Background: an optimization exercise with open tools, aiming at small area, a short achievable clock period and few clock cycles. Do not read the settings as production practice. In this exercise RTL edits were held to simulation tests only and were not proved equivalent to the original. Power is estimated from default activity; no workload was simulated.

==> flow/design.v (excerpt) <==
module adeger_core (
    input  wire        clk,
    input  wire        rst,
    input  wire        run,
    input  wire [15:0] entry,
    output wire [1:0]  state,
    output wire [3:0]  fault_cause,
    output wire [15:0] fault_pc,
    output wire [31:0] fault_word,
    output wire        imem_en,
    output wire [9:0]  imem_addr,
    input  wire [31:0] imem_rdata,
    output wire        dmem_en,
    output wire        dmem_we,
    output wire [8:0]  dmem_addr,
    output wire [47:0] dmem_wdata,
    input  wire [47:0] dmem_rdata,
    output wire        evt_valid,
    output wire [13:0] evt_code
);
For scale: about 6,100 cells after synthesis, about 1,200 flip-flops, roughly 240 I/O pins, ~0.069 mm2 of cells after synthesis.
export LEC_CHECK = 0
export CAP_MARGIN = 40
export CORE_MARGIN = 2
export CORE_UTILIZATION = 55
export PLACE_DENSITY = 0.72
export SLEW_MARGIN = 30
create_clock -name core_clock -period 12.0 [get_ports {clk}]
standard.sh (not shown) runs the stock make flow with config.mk's settings and CLKGATE_MAP_FILE= SYNTH_SCRIPT=/design/flow/synth_recipe.tcl, a recipe that flattens the netlist after the stock synthesis.
==> flow/flow/run.sh <==
#!/bin/bash
# The standard layout with its constraints, with these changes to how it is
# made: timing repair aims further below the clock period (setup margin) and
# works on the worst 20% of the endpoints below that margin, the resizer may
# swap a cell for one of another footprint, and the port buffers are buf_2
# cells.
set -o pipefail
bash standard.sh SETUP_SLACK_MARGIN=7 TNS_END_PERCENT=20 MATCH_CELL_FOOTPRINT=0 \
    'BUFFER_PORTS_ARGS=-buffer_cell sky130_fd_sc_hd__buf_2' finish > standard.log 2>&1
The first run completed with no timing, DRC or antenna violations.
Testbench counts at the start, summed over its fixed seeds: cycles 199,151.
Next try:
==> flow/run.sh (new file) <==
#!/bin/bash
# synth_recipe.tcl (not shown) runs the flow's synth.tcl, then flattens the netlist and writes it again
# the make line also repeats each setting of config.mk as NAME=value (left out here)
make -C /OpenROAD-flow-scripts/flow DESIGN_CONFIG=/design/flow/config.mk WORK_HOME=/design/flow/orfs CLKGATE_MAP_FILE= SYNTH_SCRIPT=/design/flow/synth_recipe.tcl finish
Settings changed: CORE_UTILIZATION 55 to 40, PLACE_DENSITY 0.72 to 0.6, SETUP_SLACK_MARGIN set to 5.
removed: flow/flow/run.sh
removed: flow/standard.sh
Effect: Sequential power barely changes. Area after synthesis does not change. Die area increases by 37%. Count of clock-buffer cells in the layout climbs by 6. Worst setup slack got worse by 1.6 ns. Final area went down by 3.3%. Routed wire length went down by 2.4%. Power shrinks by 1.2%. Core utilization is lower by 20 points.
Next try:
==> flow/flow/run.sh (new file) <==
#!/bin/bash
# The standard layout with its constraints, with these changes to how it is
# made: timing repair aims further below the clock period (setup margin) and
# works on the worst 10% of the endpoints below that margin, the resizer may
# swap a cell for one of another footprint, and the port buffers are buf_2
# cells.
set -o pipefail
bash standard.sh SETUP_SLACK_MARGIN=7 TNS_END_PERCENT=10 MATCH_CELL_FOOTPRINT=0 \
    'BUFFER_PORTS_ARGS=-buffer_cell sky130_fd_sc_hd__buf_2' finish > standard.log 2>&1
==> flow/standard.sh (new file) <==
#!/bin/bash
# synth_recipe.tcl (not shown) runs the flow's synth.tcl, then flattens the netlist and writes it again
# the make line also repeats each setting of config.mk as NAME=value (left out here)
make -C /OpenROAD-flow-scripts/flow DESIGN_CONFIG=/design/flow/config.mk WORK_HOME=/design/flow/orfs CLKGATE_MAP_FILE= SYNTH_SCRIPT=/design/flow/synth_recipe.tcl "${@:-finish}"
Settings changed: CORE_UTILIZATION 40 to 55, PLACE_DENSITY 0.6 to 0.72, SETUP_SLACK_MARGIN 5 to unset.
removed: flow/run.sh
After rerunning:
- The new run went through all stages and came out clean
- design area goes up slightly
- cell count fell by a few percent
- clock-buffer cell count decreases by 6
- die area falls by a quarter to a third
- setup slack improved by 1.5 ns
Next try:
==> flow/flow/run.sh (replaced) <==
#!/bin/bash
# The standard layout, with timing repair aiming further below the clock
# period (setup margin 6.5 ns); the constraints are the design's.
set -o pipefail
bash standard.sh SETUP_SLACK_MARGIN=6.5 finish > standard.log 2>&1
Settings changed: CORE_UTILIZATION 55 to 40, PLACE_DENSITY 0.72 to 0.6.
Outcome: Setup slack degrades by 0.20 ns. Clock-buffer cell count went down by 1. Clock skew rose by 0.037 ns.

---

Starting RTL as in the previous note.
## adeger_core
module adeger_core (
    input  wire        clk,
    input  wire        rst,
    input  wire        run,
    input  wire [15:0] entry,
    output wire [1:0]  state,
    output wire [3:0]  fault_cause,
    output wire [15:0] fault_pc,
    output wire [31:0] fault_word,
    output wire        imem_en,
    output wire [9:0]  imem_addr,
    input  wire [31:0] imem_rdata,
    output wire        dmem_en,
    output wire        dmem_we,
    output wire [8:0]  dmem_addr,
    output wire [47:0] dmem_wdata,
    input  wire [47:0] dmem_rdata,
    output wire        evt_valid,
    output wire [13:0] evt_code
);
==> flow/config.mk <==
export PLATFORM = sky130hd
export DESIGN_NAME = adeger_core
export DESIGN_NICKNAME = adeger_core
export VERILOG_FILES = /design/flow/design.v
export SDC_FILE = /design/flow/constraint.sdc
export NUM_CORES = 4
export LEC_CHECK = 0
export CAP_MARGIN = 40
export CORE_MARGIN = 2
export CORE_UTILIZATION = 50
export PLACE_DENSITY = 0.68
export SLEW_MARGIN = 30
==> flow/constraint.sdc <==
create_clock -name core_clock -period 12.0 [get_ports {clk}]
set_input_delay 2.4000 -clock core_clock [delete_from_list [all_inputs] [get_ports {clk}]]
set_output_delay 2.4000 -clock core_clock [all_outputs]
set_load 0.01 [all_outputs]
==> flow/flow/run.sh <==
#!/bin/bash
# The standard layout with its constraints, with these changes to how it is
# made: timing repair aims further below the clock period (setup margin) and
# works on the worst 5% of the endpoints below that margin, the resizer may
# swap a cell for one of another footprint, and the port buffers are buf_2
# cells.
set -o pipefail
bash standard.sh SETUP_SLACK_MARGIN=7 TNS_END_PERCENT=5 MATCH_CELL_FOOTPRINT=0 \
    'BUFFER_PORTS_ARGS=-buffer_cell sky130_fd_sc_hd__buf_2' finish > standard.log 2>&1
The baseline finished with timing, DRC and antenna clean.
Testbench counts at the start, summed over its fixed seeds: cycles 199,151.
==> next run, changes <==
- CORE_UTILIZATION: 50 -> 40
- PLACE_DENSITY: 0.68 -> 0.6
=>
- The new run passed the timing, design-rule and antenna checks
- final cell count went up by about 7%
- clock skew went down by 0.023 ns
- clock power went down by about 3%
- routed wire length went up by 2.4%
- total power went down by about 1%
- synthesized cell count is unchanged
==> next run, changes <==
==> flow/flow/run.sh (replaced) <==
#!/bin/bash
# The standard layout with its constraints, with these changes to how it is
# made: timing repair aims further below the clock period (setup margin) and
# works on the worst 10% of the endpoints below that margin, the resizer may
# swap a cell for one of another footprint, and the port buffers are buf_2
# cells.
set -o pipefail
bash standard.sh SETUP_SLACK_MARGIN=7.25 TNS_END_PERCENT=10 MATCH_CELL_FOOTPRINT=0 \
    'BUFFER_PORTS_ARGS=-buffer_cell sky130_fd_sc_hd__buf_2' finish > standard.log 2>&1
- CORE_UTILIZATION: 40 -> 55
- PLACE_DENSITY: 0.6 -> 0.72
The changed run produced a clean layout. Combinational power climbs by about 7%. Hold slack improves by 0.014 ns. Die area is lower by 27%. Sequential cell count does not change. Core utilization goes up by 20 points. Final area grows by 2.9%. Final cell count decreases by about 6%. Setup slack loses 0.015 ns. Register-to-register slack improved by 0.22 ns. Clock skew goes down by 0.030 ns.
==> next run, changes <==
--- a/flow/flow/run.sh
+++ b/flow/flow/run.sh
@@ -7,3 +7,3 @@
 set -o pipefail
-bash standard.sh SETUP_SLACK_MARGIN=7.25 TNS_END_PERCENT=10 MATCH_CELL_FOOTPRINT=0 \
+bash standard.sh SETUP_SLACK_MARGIN=7 TNS_END_PERCENT=10 MATCH_CELL_FOOTPRINT=0 \
     'BUFFER_PORTS_ARGS=-buffer_cell sky130_fd_sc_hd__buf_2' finish > standard.log 2>&1
- CORE_UTILIZATION: 55 -> 40
- PLACE_DENSITY: 0.72 -> 0.6
=>
- non-clock buffer count went down by 102
- final area went down by 2.1%
- power went down by 1.3%
- flip-flop and latch count is unchanged
- hold slack gets worse by 0.015 ns
- via count went down by 4.3%
- worst setup slack gets better by 0.049 ns
- die area went up by 37%

static timing again, ports no longer ideal:
No port has a modelled driver above. Below, the same layouts with a new extraction and two added sets of constraints. Step 1 (the two cells are an assumption about what drives the block):
set clk [get_ports {clk}]
set_driving_cell -lib_cell sky130_fd_sc_hd__clkbuf_16 $clk
set_driving_cell -lib_cell sky130_fd_sc_hd__buf_2 [delete_from_list [all_inputs] $clk]
Step 2 also shifts input and output timing later by t, the mid clock arrival at the registers, as if the neighbouring blocks saw the same clock. Three values: ideal ports, drivers, drivers and shift; two values: the first two.
run	t (ns)	slack for setup (ns)	clock arrival spread, ns
the first run of note 1	0.851	6.637 / 6.618 / 5.767	0.056 / 0.056
the second run of note 1	0.850	5.000 / 5.065 / 4.215	0.135 / 0.135
the third run of note 1	0.848	6.532 / 6.521 / 5.673	0.057 / 0.056
the fourth run of note 1	0.853	6.331 / 6.352 / 5.500	0.096 / 0.095
the first run of note 2	0.856	6.585 / 6.507 / 5.652	0.115 / 0.115
the second run of note 2	0.879	6.521 / 6.505 / 5.627	0.093 / 0.093
the third run of note 2	0.863	6.506 / 6.499 / 5.636	0.061 / 0.062
the fourth run of note 2	0.865	6.555 / 6.543 / 5.678	0.080 / 0.080
After both steps setup and hold are still met in every run listed. The setup slack of the first run of note 2, which loses most, moves by -0.078 ns with the drivers and by -0.933 ns with both steps.
